Background: an optimization exercise with open tools, aiming at small area. Do not read the settings as production practice.
RTL that was checked went through simulation tests only; none was proved equivalent to the original.
For runs 5 and 6, only the layout was checked, not whether the RTL still works.

`flow/run.sh`:
```
#!/bin/bash
# Layout flow: the standard ORFS flow (standard.sh) with these changes:
#  - synthesis maps logic with an area-oriented ABC script (flow/abc_area.script)
#    instead of ORFS's delay-oriented one, and leaves half and full adders to
#    ABC too (no ADDER_MAP_FILE); everything else in the synthesis script
#    (synth_recipe.tcl, hence the registers) is unchanged;
#  - every input and output port still gets a buffer, a buf_1 instead of the
#    clkdlybuf4s50_1 that buffer_ports picks by default;
#  - clock tree synthesis clusters up to 16 flip-flops (50 um across) per
#    clkbuf_8 and inserts no dummy loads.
# Each tool writes its full log under orfs/logs/ (ORFS), and this script's
# own output goes to flow_run.log.
set -euo pipefail
W=$(pwd)
exec > >(tee -a "$W/flow_run.log") 2>&1

{
  echo 'proc abc {args} {'
  echo '  set i [lsearch -exact $args -script]'
  echo "  if {\$i >= 0} { lset args [expr {\$i + 1}] $W/flow/abc_area.script }"
  echo '  yosys abc {*}$args'
  echo '}'
  cat "$W/synth_recipe.tcl"
} > "$W/synth_area.tcl"

sed -e "s#SYNTH_SCRIPT=[^ ]*#SYNTH_SCRIPT=$W/synth_area.tcl BUFFER_PORTS_ARGS='-buffer_cell sky130_fd_sc_hd__buf_1' ADDER_MAP_FILE= CTS_ARGS='-sink_clustering_enable -repair_clock_nets -dont_use_dummy_load -sink_clustering_size 16 -sink_clustering_max_diameter 50 -buf_list {sky130_fd_sc_hd__clkbuf_8}'#" \
    "$W/standard.sh" > "$W/standard_area.sh"
grep -n 'make ' "$W/standard_area.sh"
bash "$W/standard_area.sh" > "$W/standard_area.log" 2>&1
echo "flow done"
```
`flow/abc_area.script`:
```
strash
dch -f
amap
strash
dch -f
amap
```
`standard.sh`:
```
#!/bin/bash
# synth_recipe.tcl (not shown) runs the flow's synth.tcl, then flattens the netlist and writes it again
# the make line also repeats each setting of config.mk as NAME=value (left out here)
make -C /OpenROAD-flow-scripts/flow DESIGN_CONFIG=/design/flow/config.mk WORK_HOME=/design/flow/orfs CLKGATE_MAP_FILE= SYNTH_SCRIPT=/design/flow/synth_recipe.tcl "${@:-finish}"
```
`config.mk`:
```
export PLATFORM = sky130hd
export DESIGN_NAME = graft_core
export DESIGN_NICKNAME = graft_core
export VERILOG_FILES = /design/flow/design.v
export SDC_FILE = /design/flow/constraint.sdc
export NUM_CORES = 8
export LEC_CHECK = 0
export CAP_MARGIN = 20
export CORE_MARGIN = 2
export CORE_UTILIZATION = 40
export GPL_ROUTABILITY_DRIVEN = 1
export PLACE_DENSITY_LB_ADDON = 0.3
export SLEW_MARGIN = 20
```
`constraint.sdc`:
```
create_clock -name core_clock -period 9.0 [get_ports {clk}]
set_input_delay 1.8000 -clock core_clock [delete_from_list [all_inputs] [get_ports {clk}]]
set_output_delay 1.8000 -clock core_clock [all_outputs]
set_load 0.01 [all_outputs]
```
`design.v`:
```
module aes_sbox (
    input  wire [7:0] a,
    output wire [7:0] y
);
  wire U0=a[7],U1=a[6],U2=a[5],U3=a[4],U4=a[3],U5=a[2],U6=a[1],U7=a[0];
  wire T1=U0^U3, T2=U0^U5, T3=U0^U6, T4=U3^U5, T5=U4^U6, T6=T1^T5, T7=U1^U2, T8=U7^T6;
  wire T9=U7^T7, T10=T6^T7, T11=U1^U5, T12=U2^U5, T13=T3^T4, T14=T6^T11, T15=T5^T11;
  wire T16=T5^T12, T17=T9^T16, T18=U3^U7, T19=T7^T18, T20=T1^T19, T21=U6^U7, T22=T7^T21;
  wire T23=T2^T22, T24=T2^T10, T25=T20^T17, T26=T3^T16, T27=T1^T12;
  wire M1=T13&T6, M2=T23&T8, M3=T14^M1, M4=T19&U7, M5=M4^M1, M6=T3&T16, M7=T22&T9;
  wire M8=T26^M6, M9=T20&T17, M10=M9^M6, M11=T1&T15, M12=T4&T27, M13=M12^M11;
  wire M14=T2&T10, M15=M14^M11, M16=M3^M2, M17=M5^T24, M18=M8^M7, M19=M10^M15;
  wire M20=M16^M13, M21=M17^M15, M22=M18^M13, M23=M19^T25, M24=M22^M23, M25=M22&M20;
  wire M26=M21^M25, M27=M20^M21, M28=M23^M25, M29=M28&M27, M30=M26&M24, M31=M20&M23;
  wire M32=M27&M31, M33=M27^M25, M34=M21&M22, M35=M24&M34, M36=M24^M25, M37=M21^M29;
  wire M38=M32^M33, M39=M23^M30, M40=M35^M36, M41=M38^M40, M42=M37^M39, M43=M37^M38;
  wire M44=M39^M40, M45=M42^M41, M46=M44&T6, M47=M40&T8, M48=M39&U7, M49=M43&T16;
  wire M50=M38&T9, M51=M37&T17, M52=M42&T15, M53=M45&T27, M54=M41&T10, M55=M44&T13;
  wire M56=M40&T23, M57=M39&T19, M58=M43&T3, M59=M38&T22, M60=M37&T20, M61=M42&T1;
  wire M62=M45&T4, M63=M41&T2;
  wire L0=M61^M62, L1=M50^M56, L2=M46^M48, L3=M47^M55, L4=M54^M58, L5=M49^M61;
  wire L6=M62^L5, L7=M46^L3, L8=M51^M59, L9=M52^M53, L10=M53^L4, L11=M60^L2;
  wire L12=M48^M51, L13=M50^L0, L14=M52^M61, L15=M55^L1, L16=M56^L0, L17=M57^L1;
  wire L18=M58^L8, L19=M63^L4, L20=L0^L1, L21=L1^L7, L22=L3^L12, L23=L18^L2;
  wire L24=L15^L9, L25=L6^L10, L26=L7^L9, L27=L8^L10, L28=L11^L14, L29=L11^L17;
  assign y[7]=L6^L24; assign y[6]=~(L16^L26); assign y[5]=~(L19^L28); assign y[4]=L6^L21;
  assign y[3]=L20^L22; assign y[2]=L25^L29; assign y[1]=~(L13^L27); assign y[0]=~(L6^L23);
endmodule
module graft_core (
    input  wire         clk,
    input  wire         rst,             
    input  wire         start,           
    input  wire         op,              
    input  wire         erase,           
    input  wire [255:0] root_key,
    input  wire         root_256,        
    input  wire [7:0]   kind,
    input  wire [63:0]  eui,
    input  wire [7:0]   epoch_rec,       
    input  wire [1:0]   epoch_sc,        
    input  wire         epoch_resolve,   
    output wire         busy,
    output wire         done,
    output wire         nokey,
    output wire [127:0] key_out
);
  function [7:0] xtime;
    input [7:0] b;
    xtime = {b[6:0], 1'b0} ^ (b[7] ? 8'h1b : 8'h00);
  endfunction
  function [7:0] slot_flags;
    input [4:0] r;
    input       k256;
    reg   [4:0] r0;
    begin
      r0 = k256 ? 5'd0 : 5'd4;
      slot_flags = {r >= r0 && r <= 5'd14,
                    r == r0,
                    r == 5'd14,
                    r > r0 && r < 5'd14,
                    r == r0,
                    k256 && r == 5'd1,
                    !k256 || !r[0],
                    r == 5'd19};
    end
  endfunction
  reg         busy_r;
  reg         done_r;
  reg         op_r;
  reg         nokey_pend;   
  reg         k1_valid;
  reg         klen;         
  reg [4:0]   oh;           
  reg [4:0]   rd;           
  reg         f_aes, f_first, f_last, f_mc, f_plo, f_phi, f_rot, f_fin;
  reg [39:0]  row0;         
  reg [31:0]  row1;
  reg [31:0]  row2;
  reg [31:0]  row3;
  reg [319:0] kreg;         
  reg [127:0] k1r;          
  reg [1:0]   kph;          
  reg [3:0]   ksel;         
  assign busy  = busy_r;
  assign done  = done_r;
  assign nokey = nokey_pend;
  wire ph0    = oh[0];
  wire ccyc   = f_aes && !ph0;                 
  wire finish = busy_r && f_fin && ph0;        
  wire accept = start && !busy_r;
  wire [31:0] kw0 = kreg[31:0];
  wire [31:0] kw5 = kreg[191:160];
  wire [31:0] kw8 = kreg[287:256];
  wire [31:0] kw9 = kreg[319:288];      
  wire [3:0] ridx = klen ? {1'b0, rd[4:1]} : rd[3:0] - 4'd4;
  reg  [7:0] rcon;
  always @(*) begin
    case (ridx)
      4'd1:    rcon = 8'h01;
      4'd2:    rcon = 8'h02;
      4'd3:    rcon = 8'h04;
      4'd4:    rcon = 8'h08;
      4'd5:    rcon = 8'h10;
      4'd6:    rcon = 8'h20;
      4'd7:    rcon = 8'h40;
      4'd8:    rcon = 8'h80;
      4'd9:    rcon = 8'h1b;
      4'd10:   rcon = 8'h36;
      default: rcon = 8'h00;
    endcase
  end
  wire [3:0] plo = {4{f_plo}} & oh[3:0];
  wire [3:0] phi = {4{f_phi}} & oh[3:0];
  wire [31:0] pword = ({32{plo[0]}} & root_key[255:224]) | ({32{plo[1]}} & root_key[223:192]) |
                      ({32{plo[2]}} & root_key[191:160]) | ({32{plo[3]}} & root_key[159:128]) |
                      ({32{phi[0]}} & root_key[127:96])  | ({32{phi[1]}} & root_key[95:64]) |
                      ({32{phi[2]}} & root_key[63:32])   | ({32{phi[3]}} & root_key[31:0]);
  wire        portw = f_plo || f_phi;
  wire [31:0] diag  = {row0[7:0], row1[7:0], row2[7:0], row3[7:0]};
  wire [31:0] sb_in = ph0 ? kw8 : diag;
  wire [31:0] sb_out;
  genvar gi;
  generate
    for (gi = 0; gi < 4; gi = gi + 1) begin : g_sbox
      aes_sbox u_sbox (.a(sb_in[8*gi +: 8]), .y(sb_out[8*gi +: 8]));
    end
  endgenerate
  wire [31:0] kf    = ({32{ph0 &&  f_rot}} & ({sb_out[23:0], sb_out[31:24]} ^ {rcon, 24'd0})) |
                      ({32{ph0 && !f_rot}} & sb_out) |
                      ({32{!ph0}} & kw9);
  wire [31:0] khead = klen ? kw0 : kw5;
  wire [31:0] kin   = pword | ((khead ^ kf) & {32{!portw}});
  wire        lwr  = busy_r && !op_r && f_last && !ph0;        
  wire [31:0] lw_k = ({32{ksel[0]}} & k1r[31:0])  | ({32{ksel[1]}} & k1r[63:32]) |
                     ({32{ksel[2]}} & k1r[95:64]) | ({32{ksel[3]}} & k1r[127:96]);
  wire        ln31 = (ksel[3] & k1r[31]) | (ksel[0] & k1r[63]) |   
                     (ksel[1] & k1r[95]) | (ksel[2] & k1r[127]);
  wire        l3   = oh[4];                                     
  wire [31:0] k1w  = {lw_k[30:0], ln31} ^ {24'd0, l3 & ln31, 4'd0, l3 & ln31, l3 & ln31, 1'b0};
  wire [7:0]  a0 = sb_out[31:24], a1 = sb_out[23:16], a2 = sb_out[15:8], a3 = sb_out[7:0];
  wire [7:0]  p01 = a0 ^ a1, p12 = a1 ^ a2, p23 = a2 ^ a3;
  wire [7:0]  tt = p01 ^ p23;
  wire [7:0]  u0 = tt ^ xtime(p01), u1 = tt ^ xtime(p12), xt = xtime(tt);
  wire [31:0] u = {u0, u1, u0 ^ xt, u1 ^ xt};
  wire [31:0] col = (f_first ? diag ^ k1w : sb_out) ^ kw9 ^ (u & {32{f_mc}});
  wire [1:0] ep_d    = epoch_sc - epoch_rec[1:0];
  wire [7:0] ep_full = !epoch_resolve ? epoch_rec :
                       (ep_d == 2'd3) ? epoch_rec - 8'd1 :
                                        epoch_rec + {6'd0, ep_d};
  wire [127:0] msg  = {8'h01, 8'h59, 8'h4c, kind, 8'h00, eui, ep_full, 8'h00, 8'h80};
  wire [127:0] init = (op && !busy_r) ? msg : 128'd0;
  wire         load = accept || (finish && nokey_pend);
  function [7:0] bsel;
    input [127:0] x;
    input integer c;
    input integer r;
    bsel = x[127 - 8*(4*c + r) -: 8];
  endfunction
  wire [39:0] init0 = {bsel(init, 3, 0), bsel(init, 2, 0), bsel(init, 1, 0), bsel(init, 0, 0), 8'd0};
  wire [31:0] init1 = {bsel(init, 2, 1), bsel(init, 1, 1), bsel(init, 0, 1), bsel(init, 3, 1)};
  wire [31:0] init2 = {bsel(init, 1, 2), bsel(init, 0, 2), bsel(init, 3, 2), bsel(init, 2, 2)};
  wire [31:0] init3 = {bsel(init, 0, 3), bsel(init, 3, 3), bsel(init, 2, 3), bsel(init, 1, 3)};
  assign key_out = {row0[7:0],   row1[31:24], row2[23:16], row3[15:8],
                    row0[15:8],  row1[7:0],   row2[31:24], row3[23:16],
                    row0[23:16], row1[15:8],  row2[7:0],   row3[31:24],
                    row0[31:24], row1[23:16], row2[15:8],  row3[7:0]};
  always @(posedge clk) begin
    kreg <= {kin, kreg[319:32]};
    k1r  <= {lwr ? col : k1r[31:0], k1r[127:32]};
    kph  <= (lwr && oh[1]) ? 2'd1 : kph + 2'd1;
    if (ccyc) begin
      row0 <= {col[31:24], row0[39:8]};
      row1 <= {col[23:16], row1[31:8]};
      row2 <= {col[15:8],  row2[31:8]};
      row3 <= {col[7:0],   row3[31:8]};
    end else if (load) begin
      row0 <= init0;
      row1 <= init1;
      row2 <= init2;
      row3 <= init3;
    end else begin
      row0 <= {row0[7:0],  row0[39:8]};
      row1 <= {row1[7:0],  row1[31:8]};
      row2 <= {row2[15:0], row2[31:16]};
      row3 <= {row3[23:0], row3[31:24]};
    end
  end
  always @(posedge clk) begin
    if (busy_r && !rst && !erase) begin
      oh <= {oh[3:0], oh[4]};
      if (oh[4]) begin
        rd <= rd + 5'd1;
        {f_aes, f_first, f_last, f_mc, f_plo, f_phi, f_rot, f_fin} <= slot_flags(rd + 5'd1, klen);
      end
    end else begin
      oh <= 5'b00001;
      rd <= 5'd0;
      {f_aes, f_first, f_last, f_mc, f_plo, f_phi, f_rot, f_fin} <= slot_flags(5'd0, root_256);
    end
    if (accept) begin
      op_r       <= op;
      klen       <= root_256;
      nokey_pend <= op && !k1_valid;
      ksel       <= op ? 4'd1 << (2'd2 - kph) : 4'd0;
    end
    if (rst || erase) begin
      busy_r   <= 1'b0;
      done_r   <= 1'b0;
      k1_valid <= 1'b0;
    end else begin
      done_r <= finish;
      if (accept)
        busy_r <= 1'b1;
      else if (finish) begin
        busy_r <= 1'b0;
        if (!op_r)
          k1_valid <= 1'b1;
      end
    end
  end
endmodule
```
==> flow_metrics.py, run 1 <==
metrics = {
    "yosys": {
        "synth_edf_count": 10,
        "ys_ff_latch": 613,
        "syn-instance-count": 2681,
        "ys_types": 40,
        "synth_xor_xnor_area_share": 0.00298,
        "ys_seq_area_frac": 0.526,
        "synth_top_family_by_area": "compound AO/OA/AOI/OAI gates",
        "synth-simple-area-share": 0.120,
        "synth_nets": 3026,
        "syn_avg_cell_area_um2": 8.77,
        "synth_fa_ha_area_frac": 0,
        "synth-compound-area-share": 0.298,
        "muxShareOfSynthArea": 0,
        "syn-cell-area_mm2": 0.0235,
        "async_reset_ff_frac": 0,
        "ys.flop_type": "dfxtp_1",
        "yosys_warnings": 1,
    },
    "placement": {
        "place_area_mm2": 0.0267,
        "gp_congestion": 0.999,
        "dp_hpwl_um": 64000,
        "port_buffers": 475,
        "dp_worst_setup_slack_ns": 0.180,
    },
    "cts": {
        "htreeDepth": 2,
        "cts_tree": "built",
        "cts_root_buffer": "clkbuf_8",
        "cts_buffer_depth": 3,
        "cts.sinks": 613,
        "clock_latency_ns": 0.71,
        "ctsHoldBuffers": 0,
        "clk_pin_slew_ns": 0.09,
        "cts_made_buffers": 57,
    },
    "sta": {
        "timing.slew.headroom": 0.239,
        "setup_viol_count_final": 0,
        "finalMaxSlewViolations": 0,
        "fin_crit_ns": 8.36,
        "worst_pin_slew_ns": 1.14,
        "fmax_mhz": 120,
        "fin_skew_ns": 0.0936,
        "finalCritPeriodShare": 0.929,
        "setup_tns_ns": 0,
        "hold_viol": 0,
        "setup_slack_ns": 0.640,
    },
    "critical_path": {
        "cp-start-kind": "flip-flop",
        "r2r_start": "oh[0]$_SDFF_PN1_",
        "crit_type": "flip-flop to flip-flop",
        "crit_required_ns": 9.49,
        "regToRegEndpoint": "k1r[108]$_DFF_P_",
        "max_stage_delay_ns": 0.45,
        "cp_common_cell": "clkinv_1",
        "cp_slowest_cell": "o21ai_0",
        "reg2reg_depth": 35,
        "rrSetupSlack_ns": 0.64,
        "cp_max_fo": 38,
        "cp-end-kind": "flip-flop",
        "arrival_ns": 8.85,
    },
    "detailed_routing": {
        "ant_nets": 0,
        "wl_per_cell_um": 21.4,
        "drtIter0Drc": 2774,
        "drt-pass1-iter-count": 9,
        "drc_errors": 0,
        "via_per_inst": 5.62,
        "drt-total-wl_um": 85900,
        "via_count": 22600,
    },
    "status": {
        "status": "timing/DRC/antenna clean",
    },
    "final_layout": {
        "multiInputGateArea_mm2": 0.0103,
        "fin_nets": 3603,
        "final_util": 0.480,
        "layout-drive-gt1-share": 0.0654,
        "layout_commonest_cell": "dfxtp_1",
        "area_delta_synth_final_pct": 18.2,
        "seqCellArea_mm2": 0.0124,
        "final_area_mm2": 0.0278,
        "final_cell_mix": "603 x dfxtp_1, 475 x buf_1, 397 x nor2_1, 264 x clkinv_1, 236 x o22ai_1",
        "fill_cells": 5616,
    },
    "floorplanning": {
        "start_util": 0.406,
        "die_y_um": 246,
        "core-area_mm2": 0.0579,
        "fp.dieArea_mm2": 0.0607,
        "design.portCount": 476,
        "rows": 88,
        "die_width_um": 246,
    },
    "grt": {
        "grtUsageTotal": 0.270,
        "busiest_layer": "met2",
        "antenna_found_initial": 1,
        "overflow": 0,
        "grt_use_met3": 0.0441,
        "grt_max_degree": 64,
        "grt_pass1_wl_um": 124000,
        "use_met2": 0.412,
        "grt_pass1_vias": 20100,
        "gr-usage-met1": 0.389,
    },
    "min_path": {
        "hold_path.startpoint": "kreg[81]$_DFF_P_",
        "hp-class": "flip-flop to flip-flop",
        "hold_end": "kreg[49]$_DFF_P_",
        "hold_depth": 0,
    },
    "job": {
        "drv_cap": 0,
    },
}
## state kept, by name, indices dropped and copies added, names as in the netlist, 2 cells and up
name,cells
row3,32
rd,5
kreg,320
ksel,4
row1,32
row0,40
oh,5
row2,32
kph,2
k1r,128
## worst max-delay path, delay by kind of cell, from the launching register on
family | cells | cell delay, ns
buffers and inverters | 11 | 2.06
DFF | 1 | 0.35
and+or+nand+nor | 6 | 1.08
AOI/OAI and AO/OA | 18 | 4.62
## through the flow
step           hold WS, ns  instances
6_report             0.295       4022
3_3_place_gp         0.310       3963
4_1_cts              0.294       4020
2_1_floorplan        0.310       2681
5_1_grt              0.296       4021
3_5_place_dp         0.312       3963
## metal layers
metal  share of wire  wire length (µm)
met5               0                 0
met4           0.032              2780
met3           0.087              7500
met2            0.42             36400
met1            0.46             39200
## cell usage after synthesis (all sizes together), types with 4 or more instances
library cell | number | area share
a211oi | 21 | 0.0067
a21oi | 247 | 0.053
a221o | 13 | 0.0055
a221oi | 40 | 0.015
a222oi | 101 | 0.043
a22o | 74 | 0.028
a22oi | 59 | 0.019
and2 | 4 | 0.0011
buf | 33 | 0.010
clkinv | 270 | 0.043
dfxtp | 603 | 0.51
edfxtp | 10 | 0.013
nand2 | 194 | 0.031
nand3 | 14 | 0.0030
nand4 | 10 | 0.0027
nand4b | 11 | 0.0041
nor2 | 409 | 0.065
nor2b | 28 | 0.0075
nor3 | 9 | 0.0019
o21a | 7 | 0.0022
o21ai | 203 | 0.043
o221ai | 12 | 0.0045
o22ai | 268 | 0.071
o32ai | 4 | 0.0015
or2 | 7 | 0.0019
xor2 | 6 | 0.0022
## worst max-delay path by stage
stage,startpoint,to,slack [ns],cells after the start
after CTS,oh[0]$_SDFF_PN1_,k1r[108]$_DFF_P_,0.05,38
after global placement,oh[0]$_SDFF_PN1_,k1r[108]$_DFF_P_,0.30,40
after global routing,oh[0]$_SDFF_PN1_,row2[30]$_DFF_P_,-0.07,33
after detailed placement,oh[0]$_SDFF_PN1_,k1r[108]$_DFF_P_,0.18,38
after floorplan,oh[0]$_SDFF_PN1_,k1r[100]$_DFF_P_,0.18,39
final,oh[0]$_SDFF_PN1_,k1r[108]$_DFF_P_,0.64,35
## timing repair
| action | 4_1_cts | 5_1_grt |
|---|---|---|
| resized for setup | 0 | 91 |
| setup buffers | 0 | 1 |
| endpoints found under the setup margin | 0 | 69 |
## cell type report
type	count	share of cell area
Tap cell	765	0.0344
Antenna cell	1	0.0000900
Timing Repair Buffer	551	0.0848
Inverter	270	0.0370
Multi-Input combinational cell	1765	0.370
Sequential cell	613	0.445
Clock buffer	57	0.0282
## kinds of logic (layout without fill, tap and decap cells)
family	after synthesis	count (layout)
buf+inv	303	878
other cells	0	1
flops	613	613
simple gates	691	691
compound gates	1066	1066
xor+xnor	8	8
==> run 2: changes to the inputs <==
--- a/flow/run.sh
+++ b/flow/run.sh
@@ -24,5 +24,5 @@
 } > "$W/synth_area.tcl"
 
-sed -e "s#SYNTH_SCRIPT=[^ ]*#SYNTH_SCRIPT=$W/synth_area.tcl BUFFER_PORTS_ARGS='-buffer_cell sky130_fd_sc_hd__buf_1' ADDER_MAP_FILE= CTS_ARGS='-sink_clustering_enable -repair_clock_nets -dont_use_dummy_load -sink_clustering_size 16 -sink_clustering_max_diameter 50 -buf_list {sky130_fd_sc_hd__clkbuf_8}'#" \
+sed -e "s#SYNTH_SCRIPT=[^ ]*#SYNTH_SCRIPT=$W/synth_area.tcl BUFFER_PORTS_ARGS='-buffer_cell sky130_fd_sc_hd__buf_1' ADDER_MAP_FILE= CTS_ARGS='-sink_clustering_enable -repair_clock_nets -dont_use_dummy_load -sink_clustering_size 18 -sink_clustering_max_diameter 55 -buf_list {sky130_fd_sc_hd__clkbuf_8}'#" \
     "$W/standard.sh" > "$W/standard_area.sh"
 grep -n 'make ' "$W/standard_area.sh"
==> run 2 against run 1 <==
Still clean on timing, DRC and antenna. Register-to-register slack better by 0.02 ns. First-iteration DRC count decreased by 3.1%. Synthesized cell count stayed put. Setup slack better by 0.020 ns. Critical path type unchanged. Critical endpoint unchanged. Largest cell class unchanged. Highest routed layer unchanged.
==> flow_metrics.py, run 2 <==
metrics = {
    "yosys": {
        "syn_avg_cell_area_um2": 8.77,
        "synth_fa_ha_area_frac": 0,
        "synth_xor_xnor_area_share": 0.00298,
        "synth_edf_count": 10,
        "muxShareOfSynthArea": 0,
        "synth_nets": 3026,
        "synth_top_family_by_area": "compound AO/OA/AOI/OAI gates",
        "synth_area_leader_cell": "dfxtp_1",
        "synth_area_leaders": "dfxtp_1 51%, o22ai_1 7.1%, nor2_1 6.5%",
        "netlist.area_leader.share": 0.513,
        "ys_ff_latch": 613,
        "syn-cell-area_mm2": 0.0235,
        "synthTopCellsByCount": "603 x dfxtp_1, 409 x nor2_1, 270 x clkinv_1",
        "ys_seq_area_frac": 0.526,
        "async_reset_ff_frac": 0,
        "synth-compound-area-share": 0.298,
        "yosysMostFrequentCell": "dfxtp_1",
        "ys.flop_type": "dfxtp_1",
        "yosys_warnings": 1,
        "synth-simple-area-share": 0.120,
        "syn-instance-count": 2681,
        "ys_types": 40,
    },
    "critical_path": {
        "cp_max_fo": 38,
        "r2r_start": "oh[0]$_SDFF_PN1_",
        "cp-start-kind": "flip-flop",
        "crit_required_ns": 9.47,
        "cp-end-kind": "flip-flop",
        "endpoint": "k1r[108]$_DFF_P_",
        "crit_type": "flip-flop to flip-flop",
        "cp_common_cell": "clkinv_1",
        "cp_slowest_cell": "o21ai_0",
        "crit_start": "oh[0]$_SDFF_PN1_",
        "regToRegEndpoint": "k1r[108]$_DFF_P_",
        "rrSetupSlack_ns": 0.66,
        "max_stage_delay_ns": 0.45,
        "reg2reg_depth": 35,
        "arrival_ns": 8.81,
    },
    "floorplanning": {
        "fp.dieArea_mm2": 0.0607,
        "core-area_mm2": 0.0579,
        "start_util": 0.406,
        "die_width_um": 246,
        "die_y_um": 246,
        "rows": 88,
        "design.portCount": 476,
    },
    "sta": {
        "setup_viol_count_final": 0,
        "hold_viol": 0,
        "fin_crit_ns": 8.34,
        "fin_skew_ns": 0.106,
        "worst_pin_slew_ns": 1.15,
        "fmax_mhz": 120,
        "hold-worst-slack_ns": 0.279,
        "finalCritPeriodShare": 0.927,
        "setup_tns_ns": 0,
        "setup_slack_ns": 0.660,
        "finalMaxSlewViolations": 0,
        "timing.slew.headroom": 0.229,
    },
    "final_layout": {
        "final_util": 0.478,
        "fill_cells": 5625,
        "final_cell_mix": "603 x dfxtp_1, 475 x buf_1, 397 x nor2_1, 264 x clkinv_1, 236 x o22ai_1",
        "largest_register": "kreg",
        "layout-drive-gt1-share": 0.0634,
        "final_area_mm2": 0.0277,
        "multiInputGateArea_mm2": 0.0103,
        "fin_nets": 3596,
        "layout_commonest_cell": "dfxtp_1",
        "seqCellArea_mm2": 0.0124,
        "area_delta_synth_final_pct": 17.8,
        "layout.cells.non_filler": 4015,
        "reg_top3": "kreg (320), k1r (128), row0 (40)",
        "largest_register_ffs": 320,
    },
    "detailed_routing": {
        "drt-pass1-iter-count": 7,
        "wl_per_cell_um": 21.4,
        "via_count": 22700,
        "via_per_inst": 5.66,
        "ant_nets": 0,
        "drt-total-wl_um": 85900,
        "drtIter0Drc": 2687,
        "drc_errors": 0,
    },
    "cts": {
        "cts.sinks": 613,
        "htreeDepth": 2,
        "cts_made_buffers": 50,
        "cts_root_buffer": "clkbuf_8",
        "clock_latency_ns": 0.69,
        "cts_buffer_depth": 3,
        "cts_tree": "built",
        "clk_pin_slew_ns": 0.10,
    },
    "grt": {
        "grt_pass1_vias": 20000,
        "grtUsageTotal": 0.270,
        "grt_max_degree": 64,
        "antenna_found_initial": 1,
        "grt_pass1_wl_um": 123000,
        "overflow": 0,
    },
    "placement": {
        "placed_cells": 3963,
        "port_buffers": 475,
        "dp_worst_setup_slack_ns": 0.180,
        "place_area_mm2": 0.0267,
        "gp_congestion": 0.999,
        "dp_hpwl_um": 64000,
    },
    "min_path": {
        "hold_depth": 0,
        "hp-class": "flip-flop to flip-flop",
    },
    "status": {
        "status": "timing/DRC/antenna clean",
    },
    "job": {
        "drv_cap": 0,
    },
}
## run 2: changes by cell type in the layout (fill, tap and decap cells not counted), sizes merged
cell / change
clkbuf: -7
## run 2: final cells by class
class | count | share of cell area
antenna | 1 | 0.0000904
clock buffer | 50 | 0.0248
inverter | 270 | 0.0371
multi-input combinational | 1765 | 0.372
sequential | 613 | 0.447
tap | 765 | 0.0346
timing repair buffer | 551 | 0.0851
## run 2: repair_timing
action | CTS | global route
buffers inserted | 0 | 1
hold buffers | 0 | 0
setup endpoints to repair | 0 | 68
resized for setup | 0 | 90
## run 2: worst min-delay path by stage
stage,startpoint,end
floorplan,kreg[32]$_DFF_P_,kreg[0]$_DFF_P_
global placement,kreg[53]$_DFF_P_,kreg[21]$_DFF_P_
detailed placement,kreg[32]$_DFF_P_,kreg[0]$_DFF_P_
CTS,kreg[206]$_DFF_P_,kreg[174]$_DFF_P_
global route,kreg[232]$_DFF_P_,kreg[200]$_DFF_P_
finish,kreg[245]$_DFF_P_,kreg[213]$_DFF_P_
## run 2: critical path: cells and delay by family (launching register included)
kind            cells  cell delay [ns]
flops               1             0.36
buf+inv            11             2.06
simple gates        6             1.07
compound gates     18             4.66
## run 2: cell families (layout without fill, tap and decap cells)
kind of cell           count (synthesis)  after routing
buffers and inverters                303            871
AO/OA/AOI/OAI                       1066           1066
other                                  0              1
flip-flops                           613            613
AND/OR/NAND/NOR                      691            691
XOR/XNOR                               8              8
## run 2: per-layer routing
layer	global-route usage	routed length (µm)	vias up
met2	0.408	36200	1143
met5	0	0	-
li1	-	-	11100
met4	0.0850	2890	0
met1	0.391	39200	10300
met3	0.0444	7580	166
==> run 3: changes to the inputs <==
--- a/flow/run.sh
+++ b/flow/run.sh
@@ -7,5 +7,5 @@
 #  - every input and output port still gets a buffer, a buf_1 instead of the
 #    clkdlybuf4s50_1 that buffer_ports picks by default;
-#  - clock tree synthesis clusters up to 16 flip-flops (50 um across) per
+#  - clock tree synthesis clusters up to 18 flip-flops (55 um across) per
 #    clkbuf_8 and inserts no dummy loads.
 # Each tool writes its full log under orfs/logs/ (ORFS), and this script's
==> run 3 against run 2 <==
Register-to-register slack about the same. Global-route usage unchanged. Highest routed layer unchanged.
==> flow_metrics.py, run 3 <==
metrics = {
    "sta": {
        "fin_skew_ns": 0.106,
        "finalCritPeriodShare": 0.927,
        "timing.slew.headroom": 0.229,
        "finalMaxSlewViolations": 0,
        "hold_viol": 0,
        "fin_crit_ns": 8.34,
        "worst_pin_slew_ns": 1.15,
        "setup_slack_ns": 0.660,
        "setup_viol_count_final": 0,
        "fmax_mhz": 120,
    },
    "detailed_routing": {
        "drt-pass1-iter-count": 7,
        "drtIter0Drc": 2687,
        "via_per_inst": 5.66,
        "ant_nets": 0,
        "drc_errors": 0,
        "wl_per_cell_um": 21.4,
        "drt-total-wl_um": 85900,
        "via_count": 22700,
    },
    "yosys": {
        "synth_nets": 3026,
        "synthTopCellsByCount": "603 x dfxtp_1, 409 x nor2_1, 270 x clkinv_1",
        "synth_xor_xnor_area_share": 0.00298,
        "ys_ff_latch": 613,
        "ys.flop_type": "dfxtp_1",
        "synth_fa_ha_area_frac": 0,
        "async_reset_ff_frac": 0,
        "ys_seq_area_frac": 0.526,
        "synth_area_leaders": "dfxtp_1 51%, o22ai_1 7.1%, nor2_1 6.5%",
        "muxShareOfSynthArea": 0,
        "syn-cell-area_mm2": 0.0235,
        "syn-instance-count": 2681,
        "synth_area_leader_cell": "dfxtp_1",
        "synth_edf_count": 10,
        "synth_top_family_by_area": "compound AO/OA/AOI/OAI gates",
        "synth-compound-area-share": 0.298,
        "netlist.area_leader.share": 0.513,
        "ys_types": 40,
        "synth-simple-area-share": 0.120,
        "yosys_warnings": 1,
        "yosysMostFrequentCell": "dfxtp_1",
        "syn_avg_cell_area_um2": 8.77,
    },
    "critical_path": {
        "cp_slowest_cell": "o21ai_0",
        "crit_required_ns": 9.47,
        "cp-start-kind": "flip-flop",
        "max_stage_delay_ns": 0.45,
        "arrival_ns": 8.81,
        "cp-end-kind": "flip-flop",
        "crit_type": "flip-flop to flip-flop",
        "crit_start": "oh[0]$_SDFF_PN1_",
        "cp_common_cell": "clkinv_1",
        "cp_max_fo": 38,
        "r2r_start": "oh[0]$_SDFF_PN1_",
    },
    "floorplanning": {
        "rows": 88,
        "design.portCount": 476,
        "die_y_um": 246,
        "die_width_um": 246,
        "start_util": 0.406,
        "fp.dieArea_mm2": 0.0607,
        "core-area_mm2": 0.0579,
    },
    "final_layout": {
        "fin_nets": 3596,
        "area_delta_synth_final_pct": 17.8,
        "layout.cells.non_filler": 4015,
        "reg_top3": "kreg (320), k1r (128), row0 (40)",
        "largest_register_ffs": 320,
        "largest_register": "kreg",
        "final_util": 0.478,
        "layout-drive-gt1-share": 0.0634,
        "final_cell_mix": "603 x dfxtp_1, 475 x buf_1, 397 x nor2_1, 264 x clkinv_1, 236 x o22ai_1",
        "layout_commonest_cell": "dfxtp_1",
        "fill_cells": 5625,
    },
    "grt": {
        "grt_max_degree": 64,
        "grt_pass1_wl_um": 123000,
        "overflow": 0,
        "antenna_found_initial": 1,
        "grtUsageTotal": 0.270,
        "grt_pass1_vias": 20000,
    },
    "cts": {
        "clock_latency_ns": 0.69,
        "cts_tree": "built",
        "htreeDepth": 2,
        "clk_pin_slew_ns": 0.10,
        "cts_root_buffer": "clkbuf_8",
        "cts.sinks": 613,
        "cts_made_buffers": 50,
        "cts_buffer_depth": 3,
        "ctsHoldBuffers": 0,
    },
    "status": {
        "status": "timing/DRC/antenna clean",
    },
    "min_path": {
        "hp-class": "flip-flop to flip-flop",
        "hold_path.startpoint": "kreg[245]$_DFF_P_",
    },
    "job": {
        "drv_cap": 0,
    },
    "placement": {
        "port_buffers": 475,
        "placed_cells": 3963,
        "dp_worst_setup_slack_ns": 0.180,
        "gp_congestion": 0.999,
        "dp_hpwl_um": 64000,
    },
}
==> run 3: cell counts after synthesis <==
No cell type changed its count.
==> run 3: repair_timing <==
item | in CTS | in global routing
buffers inserted | 0 | 1
setup endpoints to repair | 0 | 68
gates resized for setup | 0 | 90
==> run 3: final cells by class <==
type	count	area [µm²]	area share
clock buffers	50	688	0.0248
multi-input cells	1765	10300	0.372
repair buffers	551	2360	0.0851
well taps	765	957	0.0346
inverters	270	1030	0.0371
flip-flops and latches	613	12400	0.447
diodes	1	2.50	0.0000904
==> run 3: final timing paths <==
check                      endpoint  slack [ns]  cells after the start
setup / recovery   k1r[108]$_DFF_P_        0.66                     35
setup reg to reg   k1r[108]$_DFF_P_        0.66                     35
hold / removal    kreg[213]$_DFF_P_        0.28                      0
hold reg to reg   kreg[213]$_DFF_P_        0.28                      0
==> run 3: stage by stage <==
step                      hold WS (ns)  area [µm²]  TNS, ns
after CTS                        0.287       27300        0
after detailed placement         0.312       26700        0
after global placement           0.310       26700        0
after floorplan                  0.310       23500        0
final                            0.279       27700        0
after global routing             0.292       27700   -0.209
==> run 3: routing by layer <==
metal | vias to the layer above | track usage | share of wire
met1 | 10300 | 0.391 | 0.46
met4 | 0 | 0.0850 | 0.034
li1 | 11100 | - | -
met2 | 1143 | 0.408 | 0.42
met5 | - | 0 | 0
met3 | 166 | 0.0444 | 0.088
==> run 3: worst max-delay path, delay by kind of cell (launching register included) <==
kind,cells,cell delay (ns)
AO/OA/AOI/OAI,18,4.66
AND/OR/NAND/NOR,6,1.07
buffers and inverters,11,2.06
flip-flops,1,0.36
==> run 3: cells by family (layout without fill, tap and decap cells) <==
group	count (synthesis)	after routing
other	0	1
XOR/XNOR	8	8
flip-flops	613	613
AO/OA/AOI/OAI	1066	1066
AND/OR/NAND/NOR	691	691
buffers and inverters	303	871
==> run 4: changes to the inputs <==
==> flow/run.sh (replaced) <==
#!/bin/bash
# Layout flow: the standard ORFS flow (standard.sh) with two changes:
#  - synthesis maps logic with an area-oriented ABC script (flow/abc_area.script)
#    instead of ORFS's delay-oriented one; everything else in the synthesis
#    script (synth_recipe.tcl, hence the registers) is unchanged;
#  - every input and output port still gets a buffer, a buf_1 instead of the
#    clkdlybuf4s50_1 that buffer_ports picks by default;
#  - clock tree synthesis clusters up to 20 flip-flops (60 um across) per
#    clkbuf_8 and inserts no dummy loads.
# Each tool writes its full log under orfs/logs/ (ORFS), and this script's
# own output goes to flow_run.log.
set -euo pipefail
W=$(pwd)
exec > >(tee -a "$W/flow_run.log") 2>&1

{
  echo 'proc abc {args} {'
  echo '  set i [lsearch -exact $args -script]'
  echo '  set a $args'
  echo '  set d $args'
  echo "  if {\$i >= 0} { lset a [expr {\$i + 1}] $W/flow/abc_area.script; lset d [expr {\$i + 1}] $W/flow/abc_sbox.script }"
  echo '  yosys abc {*}$a graft_core'
  echo '  yosys abc {*}$d aes_sbox'
  echo '}'
  echo 'proc synth {args} { yosys setattr -mod -set keep_hierarchy 1 aes_sbox; yosys synth -nofsm -noshare {*}$args }'
  tail -n +2 "$W/synth_recipe.tcl"
} > "$W/synth_area.tcl"

sed -e "s#SYNTH_SCRIPT=[^ ]*#SYNTH_SCRIPT=$W/synth_area.tcl BUFFER_PORTS_ARGS='-buffer_cell sky130_fd_sc_hd__buf_1' CTS_ARGS='-sink_clustering_enable -repair_clock_nets -dont_use_dummy_load -sink_clustering_size 20 -sink_clustering_max_diameter 60 -buf_list {sky130_fd_sc_hd__clkbuf_8}'#" \
    "$W/standard.sh" > "$W/standard_area.sh"
grep -n 'make ' "$W/standard_area.sh"
bash "$W/standard_area.sh" > "$W/standard_area.log" 2>&1
echo "flow done"
==> flow/abc_sbox.script (new file) <==
strash
dch -f
map -D 4000
--- a/config.mk
+++ b/config.mk
@@ -10,4 +10,4 @@
 export CORE_UTILIZATION = 40
 export GPL_ROUTABILITY_DRIVEN = 1
-export PLACE_DENSITY_LB_ADDON = 0.3
+export PLACE_DENSITY_LB_ADDON = 0.1
 export SLEW_MARGIN = 20
==> run 4 against run 3 <==
Count of clock-buffer cells in the layout shrank 6. Maximum frequency rose by 1.0%. Non-clock buffer count fell by 23. Global-route usage decreased by 0.30 points. Design area up 0.90%. Highest routed layer unchanged. Via count shrank 4.4%. Synthesized area increased by 3.1%. Setup slack better by 0.085 ns.
==> flow_metrics.py, run 4 <==
metrics = {
    "status": {
        "status": "timing/DRC/antenna clean",
    },
    "critical_path": {
        "regToRegEndpoint": "row0[36]$_DFF_P_",
        "crit_required_ns": 9.50,
        "cp_common_cell": "clkinv_1",
        "rrSetupSlack_ns": 0.74,
        "cp-start-kind": "flip-flop",
        "cp_max_fo": 5,
        "r2r_start": "row3[1]$_DFF_P_",
        "reg2reg_depth": 32,
        "cp_slowest_cell": "o21ai_0",
        "crit_type": "flip-flop to flip-flop",
        "arrival_ns": 8.75,
        "cp-end-kind": "flip-flop",
        "max_stage_delay_ns": 0.65,
    },
    "final_layout": {
        "fin_nets": 3550,
        "largest_register": "kreg",
        "fill_cells": 5894,
        "largest_register_ffs": 320,
        "multiInputGateArea_mm2": 0.0110,
        "layout-drive-gt1-share": 0.0438,
        "layout.cells.non_filler": 3962,
        "reg_top3": "kreg (320), k1r (128), row0 (40)",
        "seqCellArea_mm2": 0.0124,
        "area_delta_synth_final_pct": 15.3,
        "layout_commonest_cell": "dfxtp_1",
        "final_cell_mix": "602 x dfxtp_1, 475 x buf_1, 382 x nand2_1, 223 x nor2_1, 221 x clkinv_1",
    },
    "placement": {
        "gp_congestion": 0.926,
        "dp_worst_setup_slack_ns": -0.0528,
        "placed_cells": 3911,
        "dp_hpwl_um": 67500,
        "port_buffers": 475,
    },
    "detailed_routing": {
        "via_per_inst": 5.48,
        "drt-total-wl_um": 87100,
        "drtIter0Drc": 2627,
        "drt-pass1-iter-count": 9,
        "drc_errors": 0,
        "via_count": 21700,
        "wl_per_cell_um": 22.0,
        "ant_nets": 0,
    },
    "floorplanning": {
        "design.portCount": 476,
        "fp.dieArea_mm2": 0.0626,
        "core-area_mm2": 0.0601,
        "rows": 90,
        "die_width_um": 250,
        "die_y_um": 250,
        "start_util": 0.403,
    },
    "cts": {
        "htreeDepth": 2,
        "clock_latency_ns": 0.68,
        "ctsHoldBuffers": 0,
        "cts.sinks": 613,
        "cts_made_buffers": 44,
        "clk_pin_slew_ns": 0.10,
        "cts_buffer_depth": 3,
        "cts_root_buffer": "clkbuf_8",
        "cts_tree": "built",
    },
    "grt": {
        "grtUsageTotal": 0.267,
        "gr-usage-met1": 0.387,
        "busiest_layer": "met2",
        "grt_use_met3": 0.0462,
        "overflow": 0,
        "grt_pass1_vias": 20400,
        "use_met2": 0.411,
        "grt_max_degree": 67,
        "antenna_found_initial": 6,
        "grt_pass1_wl_um": 127000,
    },
    "sta": {
        "setup_slack_ns": 0.744,
        "hold_viol": 0,
        "setup_viol_count_final": 0,
        "fin_skew_ns": 0.111,
        "finalCritPeriodShare": 0.917,
        "fmax_mhz": 121,
        "finalMaxSlewViolations": 0,
        "rsz0062_at_grt": "no",
        "setup_tns_ns": 0,
        "fin_crit_ns": 8.26,
        "hold-worst-slack_ns": 0.266,
        "timing.slew.headroom": 0.312,
        "worst_pin_slew_ns": 1.03,
    },
    "yosys": {
        "syn-instance-count": 2637,
        "synth_edf_count": 10,
        "synthTopCellsByCount": "603 x dfxtp_1, 382 x nand2_1, 234 x nor2_1",
        "ys_ff_latch": 613,
        "yosysMostFrequentCell": "dfxtp_1",
        "syn-cell-area_mm2": 0.0242,
        "async_reset_ff_frac": 0,
        "ys.flop_type": "dfxtp_1",
        "syn_avg_cell_area_um2": 9.19,
        "yosys_warnings": 1,
        "ys_seq_area_frac": 0.510,
        "synth_area_leader_cell": "dfxtp_1",
        "netlist.area_leader.share": 0.498,
        "synth_nets": 3009,
        "synth_area_leaders": "dfxtp_1 50%, xor2_1 6.2%, nand2_1 5.9%",
        "ys_types": 41,
    },
    "min_path": {
        "hold_end": "kreg[194]$_DFF_P_",
        "hold_path.startpoint": "kreg[226]$_DFF_P_",
        "hp-class": "flip-flop to flip-flop",
        "hold_depth": 0,
    },
    "job": {
        "drv_cap": 0,
    },
}
-- run 4: cell types whose count changed after synthesis, moves of 72 or more --
cell / delta
nand2_1: +188
a21oi_1: -96
nor2_1: -175
xnor2_1: +72
o22ai_1: -154
xor2_1: +167
-- run 4: per-stage QoR --
step | utilization | cell area (µm²)
after floorplan | - | 24300
after global placement | 0.453 | 27200
after detailed placement | 0.453 | 27200
after CTS | 0.463 | 27800
after global routing | 0.465 | 27900
final | 0.465 | 27900
-- run 4: cells by family (layout without fill, tap and decap cells) --
kind of cell,count (synthesis),count (layout),share of synthesized area
simple gates,729,729,0.124
xor+xnor,247,247,0.0892
fa+ha+maj,27,27,0.0142
compound gates,767,767,0.218
buf+inv,254,793,0.0443
other cells,0,4,0
flops,613,613,0.510
-- run 4: how the worst max path moves through the flow --
stage,start,endpoint
after floorplan,oh[0]$_SDFF_PN1_,row1[7]$_DFF_P_
after global placement,oh[0]$_SDFF_PN1_,k1r[105]$_DFF_P_
after detailed placement,oh[0]$_SDFF_PN1_,k1r[105]$_DFF_P_
after CTS,oh[0]$_SDFF_PN1_,k1r[105]$_DFF_P_
after global routing,oh[0]$_SDFF_PN1_,row0[36]$_DFF_P_
final,row3[1]$_DFF_P_,row0[36]$_DFF_P_
-- run 4: routing by layer --
metal	wire, µm	vias to the layer above
met5	0	-
met3	6540	113
met1	41000	10100
met2	37600	991
met4	1920	0
li1	-	10500
-- run 4: cell type report --
| class | count | area share |
|---|---|---|
| diodes | 4 | 0.000358 |
| flip-flops and latches | 613 | 0.443 |
| well taps | 782 | 0.0350 |
| inverters | 221 | 0.0297 |
| multi-input cells | 1770 | 0.392 |
| repair buffers | 528 | 0.0782 |
| clock buffers | 44 | 0.0217 |
-- run 4: what timing repair did --
item | in CTS | in global routing
setup endpoints to repair | 1 | 31
setup buffers | 0 | 3
gates resized for setup | 1 | 19
pin swaps | 0 | 0
-- run 4: modules after synthesis, one instance, submodules excluded --
module      cell area [µm²]  cells inside  flops+latches
graft_core            20300          1957            613
aes_sbox                995           170              0
-- run 4: critical path, delay by kind of cell (launching register included) --
kind,cells,cell delay [ns]
buffers and inverters,6,1.07
adder cells (fa/ha/maj),1,0.28
XOR/XNOR,9,2.32
AND/OR/NAND/NOR,6,1.07
flip-flops,1,0.35
AO/OA/AOI/OAI,10,2.99
==> run 5: changes to the inputs <==
--- a/design.v
+++ b/design.v
@@ -93,19 +93,18 @@
   wire [31:0] kw8 = kreg[287:256];
   wire [31:0] kw9 = kreg[319:288];      
-  wire [3:0] ridx = klen ? {1'b0, rd[4:1]} : rd[3:0] - 4'd4;
   reg  [7:0] rcon;
   always @(*) begin
-    case (ridx)
-      4'd1:    rcon = 8'h01;
-      4'd2:    rcon = 8'h02;
-      4'd3:    rcon = 8'h04;
-      4'd4:    rcon = 8'h08;
-      4'd5:    rcon = 8'h10;
-      4'd6:    rcon = 8'h20;
-      4'd7:    rcon = 8'h40;
-      4'd8:    rcon = 8'h80;
-      4'd9:    rcon = 8'h1b;
-      4'd10:   rcon = 8'h36;
-      default: rcon = 8'h00;
+    case ({klen, rd})
+      {1'b0, 5'd5},  {1'b1, 5'd2}:  rcon = 8'h01;
+      {1'b0, 5'd6},  {1'b1, 5'd4}:  rcon = 8'h02;
+      {1'b0, 5'd7},  {1'b1, 5'd6}:  rcon = 8'h04;
+      {1'b0, 5'd8},  {1'b1, 5'd8}:  rcon = 8'h08;
+      {1'b0, 5'd9},  {1'b1, 5'd10}: rcon = 8'h10;
+      {1'b0, 5'd10}, {1'b1, 5'd12}: rcon = 8'h20;
+      {1'b0, 5'd11}, {1'b1, 5'd14}: rcon = 8'h40;
+      {1'b0, 5'd12}:                rcon = 8'h80;
+      {1'b0, 5'd13}:                rcon = 8'h1b;
+      {1'b0, 5'd14}:                rcon = 8'h36;
+      default:                      rcon = 8'h00;
     endcase
   end
@@ -145,7 +144,8 @@
   wire [31:0] col = (f_first ? diag ^ k1w : sb_out) ^ kw9 ^ (u & {32{f_mc}});
   wire [1:0] ep_d    = epoch_sc - epoch_rec[1:0];
-  wire [7:0] ep_full = !epoch_resolve ? epoch_rec :
-                       (ep_d == 2'd3) ? epoch_rec - 8'd1 :
-                                        epoch_rec + {6'd0, ep_d};
+  wire       ep_dec  = ep_d == 2'd3 && epoch_rec[1:0] == 2'd0;
+  wire       ep_inc  = ep_d != 2'd3 && epoch_sc < epoch_rec[1:0];
+  wire [5:0] ep_up   = epoch_rec[7:2] + {{5{ep_dec}}, ep_inc | ep_dec};
+  wire [7:0] ep_full = epoch_resolve ? {ep_up, epoch_sc} : epoch_rec;
   wire [127:0] msg  = {8'h01, 8'h59, 8'h4c, kind, 8'h00, eui, ep_full, 8'h00, 8'h80};
   wire [127:0] init = (op && !busy_r) ? msg : 128'd0;
--- a/flow/run.sh
+++ b/flow/run.sh
@@ -17,12 +17,8 @@
   echo 'proc abc {args} {'
   echo '  set i [lsearch -exact $args -script]'
-  echo '  set a $args'
-  echo '  set d $args'
-  echo "  if {\$i >= 0} { lset a [expr {\$i + 1}] $W/flow/abc_area.script; lset d [expr {\$i + 1}] $W/flow/abc_sbox.script }"
-  echo '  yosys abc {*}$a graft_core'
-  echo '  yosys abc {*}$d aes_sbox'
+  echo "  if {\$i >= 0} { lset args [expr {\$i + 1}] $W/flow/abc_area.script }"
+  echo '  yosys abc {*}$args'
   echo '}'
-  echo 'proc synth {args} { yosys setattr -mod -set keep_hierarchy 1 aes_sbox; yosys synth -nofsm -noshare {*}$args }'
-  tail -n +2 "$W/synth_recipe.tcl"
+  cat "$W/synth_recipe.tcl"
 } > "$W/synth_area.tcl"
 
removed: flow/abc_sbox.script
==> run 5 against run 4 <==
Clock skew is 0.042 ns lower. Largest cell class unchanged. Global-route usage is 1.4 points higher. Design area is 0.47% higher. Hold slack better by 0.022 ns. Sequential share of layout area is 0.22 points lower.
==> flow_metrics.py, run 5 <==
metrics = {
    "sta": {
        "hold-worst-slack_ns": 0.288,
        "hold_viol": 0,
        "fin_skew_ns": 0.0696,
        "finalCritPeriodShare": 0.935,
        "setup_viol_count_final": 0,
        "fmax_mhz": 119,
        "worst_pin_slew_ns": 1.11,
        "fin_crit_ns": 8.42,
        "finalMaxSlewViolations": 0,
        "setup_slack_ns": 0.581,
        "timing.slew.headroom": 0.261,
    },
    "placement": {
        "dp_worst_setup_slack_ns": -0.428,
        "port_buffers": 475,
        "gp_congestion": 0.996,
        "dp_hpwl_um": 68900,
    },
    "yosys": {
        "synthTopCellsByCount": "603 x dfxtp_1, 381 x nor2_1, 262 x o22ai_1",
        "async_reset_ff_frac": 0,
        "syn-cell-area_mm2": 0.0237,
        "synth_area_leader_cell": "dfxtp_1",
        "syn_avg_cell_area_um2": 8.93,
        "ys_ff_latch": 613,
        "yosys_warnings": 1,
        "synth_nets": 3022,
        "yosysMostFrequentCell": "dfxtp_1",
        "ys.flop_type": "dfxtp_1",
        "syn-instance-count": 2653,
        "ys_types": 42,
        "synth_area_leaders": "dfxtp_1 51%, o22ai_1 6.9%, nor2_1 6.0%",
        "ys_seq_area_frac": 0.522,
        "netlist.area_leader.share": 0.510,
        "synth_edf_count": 10,
    },
    "floorplanning": {
        "rows": 89,
        "die_width_um": 247,
        "start_util": 0.403,
        "die_y_um": 247,
        "design.portCount": 476,
        "fp.dieArea_mm2": 0.0612,
        "core-area_mm2": 0.0588,
    },
    "critical_path": {
        "crit_type": "flip-flop to flip-flop",
        "cp_num_buf_inv": 9,
        "cp_slowest_cell": "a21oi_1",
        "cp_common_cell": "clkinv_1",
        "cp-end-kind": "flip-flop",
        "crit_required_ns": 9.52,
        "cp_max_fo": 32,
        "max_stage_delay_ns": 0.52,
        "cp-start-kind": "flip-flop",
        "crit_family": "compound AO/OA/AOI/OAI gates",
        "arrival_ns": 8.94,
    },
    "detailed_routing": {
        "drt-pass1-iter-count": 9,
        "drt-total-wl_um": 90500,
        "via_per_inst": 5.77,
        "ant_nets": 0,
        "drtIter0Drc": 2612,
        "wl_per_cell_um": 22.6,
        "drc_errors": 0,
        "via_count": 23100,
    },
    "final_layout": {
        "seqCellArea_mm2": 0.0124,
        "largest_register": "kreg",
        "reg_top3": "kreg (320), k1r (128), row0 (40)",
        "final_cell_mix": "603 x dfxtp_1, 475 x buf_1, 366 x nor2_1, 231 x clkinv_1, 217 x o22ai_1",
        "diodes": 0,
        "multiInputGateArea_mm2": 0.0107,
        "area_delta_synth_final_pct": 18.6,
        "fill_cells": 5735,
        "layout_commonest_cell": "dfxtp_1",
        "layout-drive-gt1-share": 0.0781,
        "fin_nets": 3597,
        "largest_register_ffs": 320,
    },
    "status": {
        "status": "timing/DRC/antenna clean",
    },
    "grt": {
        "busiest_layer": "met2",
        "grt_pass1_vias": 20800,
        "grt_max_degree": 80,
        "grtUsageTotal": 0.281,
        "overflow": 0,
        "grt_use_met3": 0.0465,
        "gr-usage-met1": 0.411,
        "grt_pass1_wl_um": 129000,
        "antenna_found_initial": 4,
        "use_met2": 0.434,
    },
    "cts": {
        "clock_latency_ns": 0.67,
        "clk_pin_slew_ns": 0.12,
        "cts_tree": "built",
        "cts_root_buffer": "clkbuf_8",
        "htreeDepth": 2,
        "cts_buffer_depth": 3,
        "cts_made_buffers": 44,
        "ctsHoldBuffers": 0,
        "cts.sinks": 613,
    },
    "min_path": {
        "hp-class": "flip-flop to flip-flop",
    },
    "job": {
        "drv_cap": 0,
    },
}
==> run 5: final cells by class <==
cell class,count,share of cell area
Sequential cell,613,0.441
Clock buffer,44,0.0216
Multi-Input combinational cell,1758,0.382
Tap cell,773,0.0344
Timing Repair Buffer,562,0.0873
Inverter,249,0.0340
==> run 5: kinds of logic (layout without fill, tap and decap cells) <==
| group | Yosys count | after routing | share of synthesized area |
|---|---|---|---|
| DFF | 613 | 613 | 0.522 |
| buffers and inverters | 282 | 855 | 0.0498 |
| xor gates and xnor gates | 8 | 8 | 0.00296 |
| and+or+nand+nor | 669 | 669 | 0.116 |
| AOI/OAI and AO/OA | 1057 | 1057 | 0.295 |
| adders and majority gates | 24 | 24 | 0.0133 |
==> run 5: what timing repair did <==
action | CTS | global route
pin swaps | 1 | 3
buffers inserted | 1 | 2
setup endpoints to repair | 14 | 68
gates resized for setup | 15 | 123
==> run 5: layer usage <==
metal | vias up | share of wire
met4 | 0 | 0.017
li1 | 11000 | -
met2 | 1051 | 0.44
met3 | 112 | 0.080
met5 | - | 0
met1 | 10900 | 0.46
==> run 5: path summary, 6_finish.rpt <==
kind                            cells after the start  slack (ns)              start                end
worst max register to register                     37        0.58   oh[0]$_SDFF_PN1_   k1r[101]$_DFF_P_
worst min register to register                      0        0.29  kreg[218]$_DFF_P_  kreg[186]$_DFF_P_
worst max-delay path                               37        0.58   oh[0]$_SDFF_PN1_   k1r[101]$_DFF_P_
worst min-delay path                                0        0.29  kreg[218]$_DFF_P_  kreg[186]$_DFF_P_
==> run 5: metrics by stage <==
step                area, µm²  cells   util  TNS (ns)
floorplan               23700   2653      -         0
global placement        26900   3951  0.458     -1.40
detailed placement      26900   3952  0.458     -1.48
CTS                     27600   3997  0.469         0
global route            28100   3999  0.478     -1.05
finish                  28100   3999  0.478         0
==> run 6: changes to the inputs <==
--- a/design.v
+++ b/design.v
@@ -81,4 +81,5 @@
   reg [127:0] k1r;          
   reg [1:0]   kph;          
+  reg         lwr_d;        
   reg [3:0]   ksel;         
   assign busy  = busy_r;
@@ -131,4 +132,5 @@
   wire [31:0] kin   = pword | ((khead ^ kf) & {32{!portw}});
   wire        lwr  = busy_r && !op_r && f_last && !ph0;        
+  wire [31:0] rtail = {row0[39:32], row1[31:24], row2[31:24], row3[31:24]};
   wire [31:0] lw_k = ({32{ksel[0]}} & k1r[31:0])  | ({32{ksel[1]}} & k1r[63:32]) |
                      ({32{ksel[2]}} & k1r[95:64]) | ({32{ksel[3]}} & k1r[127:96]);
@@ -140,6 +142,6 @@
   wire [7:0]  p01 = a0 ^ a1, p12 = a1 ^ a2, p23 = a2 ^ a3;
   wire [7:0]  tt = p01 ^ p23;
-  wire [7:0]  u0 = tt ^ xtime(p01), u1 = tt ^ xtime(p12), xt = xtime(tt);
-  wire [31:0] u = {u0, u1, u0 ^ xt, u1 ^ xt};
+  wire [7:0]  p30 = a3 ^ a0;
+  wire [31:0] u = {tt ^ xtime(p01), tt ^ xtime(p12), tt ^ xtime(p23), tt ^ xtime(p30)};
   wire [31:0] col = (f_first ? diag ^ k1w : sb_out) ^ kw9 ^ (u & {32{f_mc}});
   wire [1:0] ep_d    = epoch_sc - epoch_rec[1:0];
@@ -167,6 +169,7 @@
   always @(posedge clk) begin
     kreg <= {kin, kreg[319:32]};
-    k1r  <= {lwr ? col : k1r[31:0], k1r[127:32]};
-    kph  <= (lwr && oh[1]) ? 2'd1 : kph + 2'd1;
+    lwr_d <= lwr;
+    k1r  <= {lwr_d ? rtail : k1r[31:0], k1r[127:32]};
+    kph  <= (lwr_d && oh[2]) ? 2'd1 : kph + 2'd1;
     if (ccyc) begin
       row0 <= {col[31:24], row0[39:8]};
==> run 6 against run 5 <==
Flip-flop and latch count increased by 1. Final cell count rose by 3.2%. Design area is 0.25% lower. Synthesized area grew 1.4%. Critical path depth rose by 1. Via count rose by 0.46%. Utilization fell by 0.39 points. Maximum frequency increased by 0.11%. Global-route usage increased by 0.85 points. Count of clock-buffer cells in the layout decreased by 1.
==> flow_metrics.py, run 6 <==
metrics = {
    "grt": {
        "overflow": 0,
        "grtUsageTotal": 0.289,
        "grt_pass1_wl_um": 137000,
        "antenna_found_initial": 2,
        "grt_max_degree": 58,
        "grt_pass1_vias": 21700,
    },
    "yosys": {
        "ys_seq_area_frac": 0.516,
        "synth_edf_count": 10,
        "syn_avg_cell_area_um2": 8.62,
        "yosysMostFrequentCell": "dfxtp_1",
        "netlist.area_leader.share": 0.504,
        "synth_nets": 3152,
        "synth_area_leaders": "dfxtp_1 50%, o22ai_1 7.6%, nor2_1 5.5%",
        "ys_types": 38,
        "yosys_warnings": 1,
        "ys_ff_latch": 614,
        "ys.flop_type": "dfxtp_1",
        "synth_area_leader_cell": "dfxtp_1",
        "syn-cell-area_mm2": 0.0240,
        "syn-instance-count": 2783,
        "synthTopCellsByCount": "604 x dfxtp_1, 351 x nor2_1, 332 x clkinv_1",
        "async_reset_ff_frac": 0,
    },
    "critical_path": {
        "crit_required_ns": 9.59,
        "cp_max_fo": 18,
        "cp-start-kind": "flip-flop",
        "arrival_ns": 8.99,
        "max_stage_delay_ns": 0.45,
        "cp-end-kind": "flip-flop",
        "crit_type": "flip-flop to flip-flop",
        "cp_slowest_cell": "o221ai_1",
    },
    "sta": {
        "hold-worst-slack_ns": 0.300,
        "finalCritPeriodShare": 0.934,
        "setup_viol_count_final": 0,
        "fin_crit_ns": 8.41,
        "fin_skew_ns": 0.0731,
        "finalMaxSlewViolations": 0,
        "timing.slew.headroom": 0.283,
        "worst_pin_slew_ns": 1.08,
        "setup_slack_ns": 0.591,
        "fmax_mhz": 119,
        "hold_viol": 0,
    },
    "placement": {
        "dp_worst_setup_slack_ns": -0.552,
        "port_buffers": 475,
        "dp_hpwl_um": 71300,
        "placed_cells": 4081,
        "gp_congestion": 0.977,
        "place_area_mm2": 0.0272,
    },
    "final_layout": {
        "final_cell_mix": "604 x dfxtp_1, 475 x buf_1, 341 x nor2_1, 325 x clkinv_1, 271 x o22ai_1",
        "final_area_mm2": 0.0280,
        "largest_register_ffs": 320,
        "layout.cells.non_filler": 4126,
        "area_delta_synth_final_pct": 16.7,
        "reg_top3": "kreg (320), k1r (128), row0 (40)",
        "final_util": 0.474,
        "layout-drive-gt1-share": 0.0519,
        "fin_nets": 3722,
        "fill_cells": 5874,
        "layout_commonest_cell": "dfxtp_1",
        "largest_register": "kreg",
    },
    "status": {
        "status": "timing/DRC/antenna clean",
    },
    "min_path": {
        "hp-class": "flip-flop to flip-flop",
    },
    "cts": {
        "cts_buffer_depth": 3,
        "cts_tree": "built",
        "clk_pin_slew_ns": 0.12,
        "cts_resized": 10,
        "ctsHoldBuffers": 0,
        "htreeDepth": 2,
        "cts_root_buffer": "clkbuf_8",
        "clock_latency_ns": 0.68,
        "cts.sinks": 614,
        "cts_made_buffers": 43,
        "cts_setup_buffers": 0,
    },
    "detailed_routing": {
        "via_count": 23200,
        "ant_nets": 0,
        "drt-total-wl_um": 93000,
        "via_per_inst": 5.62,
        "drc_errors": 0,
        "wl_per_cell_um": 22.5,
        "drt-pass1-iter-count": 9,
        "drtIter0Drc": 2618,
    },
    "floorplanning": {
        "start_util": 0.406,
        "die_y_um": 249,
        "rows": 89,
        "design.portCount": 476,
        "die_width_um": 249,
        "fp.dieArea_mm2": 0.0620,
        "core-area_mm2": 0.0591,
    },
    "job": {
        "drv_cap": 0,
    },
}
run 6: changes by cell type after synthesis, sizes merged, moves of 7 or more:
cell	before	now
a22o	74	18
a22oi	61	32
a211oi	33	24
nor2	381	351
o21ai	202	235
o211ai	1	27
clkinv	249	332
o22ai	262	291
o221ai	9	19
o32ai	2	9
a31oi	14	7
nand2	195	267
a21oi	223	231
run 6: routing by layer:
| layer | vias up | GRT usage | part of all wire |
|---|---|---|---|
| met5 | - | 0 | 0 |
| met3 | 125 | 0.0408 | 0.068 |
| met4 | 0 | 0.0803 | 0.026 |
| li1 | 11300 | - | - |
| met2 | 946 | 0.444 | 0.43 |
| met1 | 10800 | 0.422 | 0.48 |
run 6: final cells by class:
cell class	count	area [µm²]	area share
Antenna cell	2	5.00	0.000179
Clock buffer	43	592	0.0211
Inverter	332	1250	0.0446
Multi-Input combinational cell	1804	10400	0.370
Sequential cell	614	12400	0.442
Tap cell	773	967	0.0345
Timing Repair Buffer	558	2430	0.0868
run 6: worst paths after layout:
path,start,end,slack (ns),cells past startpoint
worst max register to register,oh[0]$_SDFF_PN1_,row0[34]$_DFF_P_,0.59,38
worst min-delay path,kreg[212]$_DFF_P_,kreg[180]$_DFF_P_,0.30,0
worst min register to register,kreg[212]$_DFF_P_,kreg[180]$_DFF_P_,0.30,0
worst max-delay path,oh[0]$_SDFF_PN1_,row0[34]$_DFF_P_,0.59,38
run 6: logic make-up after synthesis:
family                     share of synthesized area
AOI/OAI and AO/OA                              0.284
and+or+nand+nor                                0.121
DFF                                            0.516
buffers and inverters                         0.0621
adders and majority gates                     0.0131
xor gates and xnor gates                     0.00292
run 6: worst max-delay path: cells and delay by family, from the launching register on:
| kind | cells | cell delay [ns] |
|---|---|---|
| and+or+nand+nor | 7 | 0.74 |
| buffers and inverters | 10 | 1.72 |
| DFF | 1 | 0.41 |
| adders and majority gates | 1 | 0.22 |
| AOI/OAI and AO/OA | 20 | 5.23 |
run 6: metrics by stage:
stage / TNS (ns)
final: 0
after global routing: -0.00678
after CTS: 0
after detailed placement: -4.71
after global placement: -6.19
after floorplan: 0

## afterwards: timing with drivers on the ports
No port has a modelled driver above. Below, the same layouts with a new extraction and two added sets of constraints.
Step 1 sets driving cells, clkbuf_16 on the clock port and buf_2 on the other inputs (assumed; they add their load-dependent delay and slew).
Step 2 also shifts input and output timing later by t, the mid clock arrival at the registers, as if the neighbouring blocks saw the same clock.
Slacks: no drivers / after step 1 / after step 2; pairs: no drivers / after step 1.
run	t, ns	setup WS [ns]	worst setup path after step 2	worst data-port slew with drivers (ns)
run 1	0.722	0.640 / 0.640 / 0.640	register to register	0.11
run 2	0.702	0.660 / 0.660 / 0.660	register to register	0.11
run 3	0.702	0.660 / 0.660 / 0.660	register to register	0.11
run 4	0.687	0.744 / 0.744 / 0.744	register to register	0.09
run 5	0.699	0.581 / 0.581 / 0.581	register to register	0.09
run 6	0.709	0.591 / 0.591 / 0.591	register to register	0.10
After both steps every run listed still meets setup and hold.
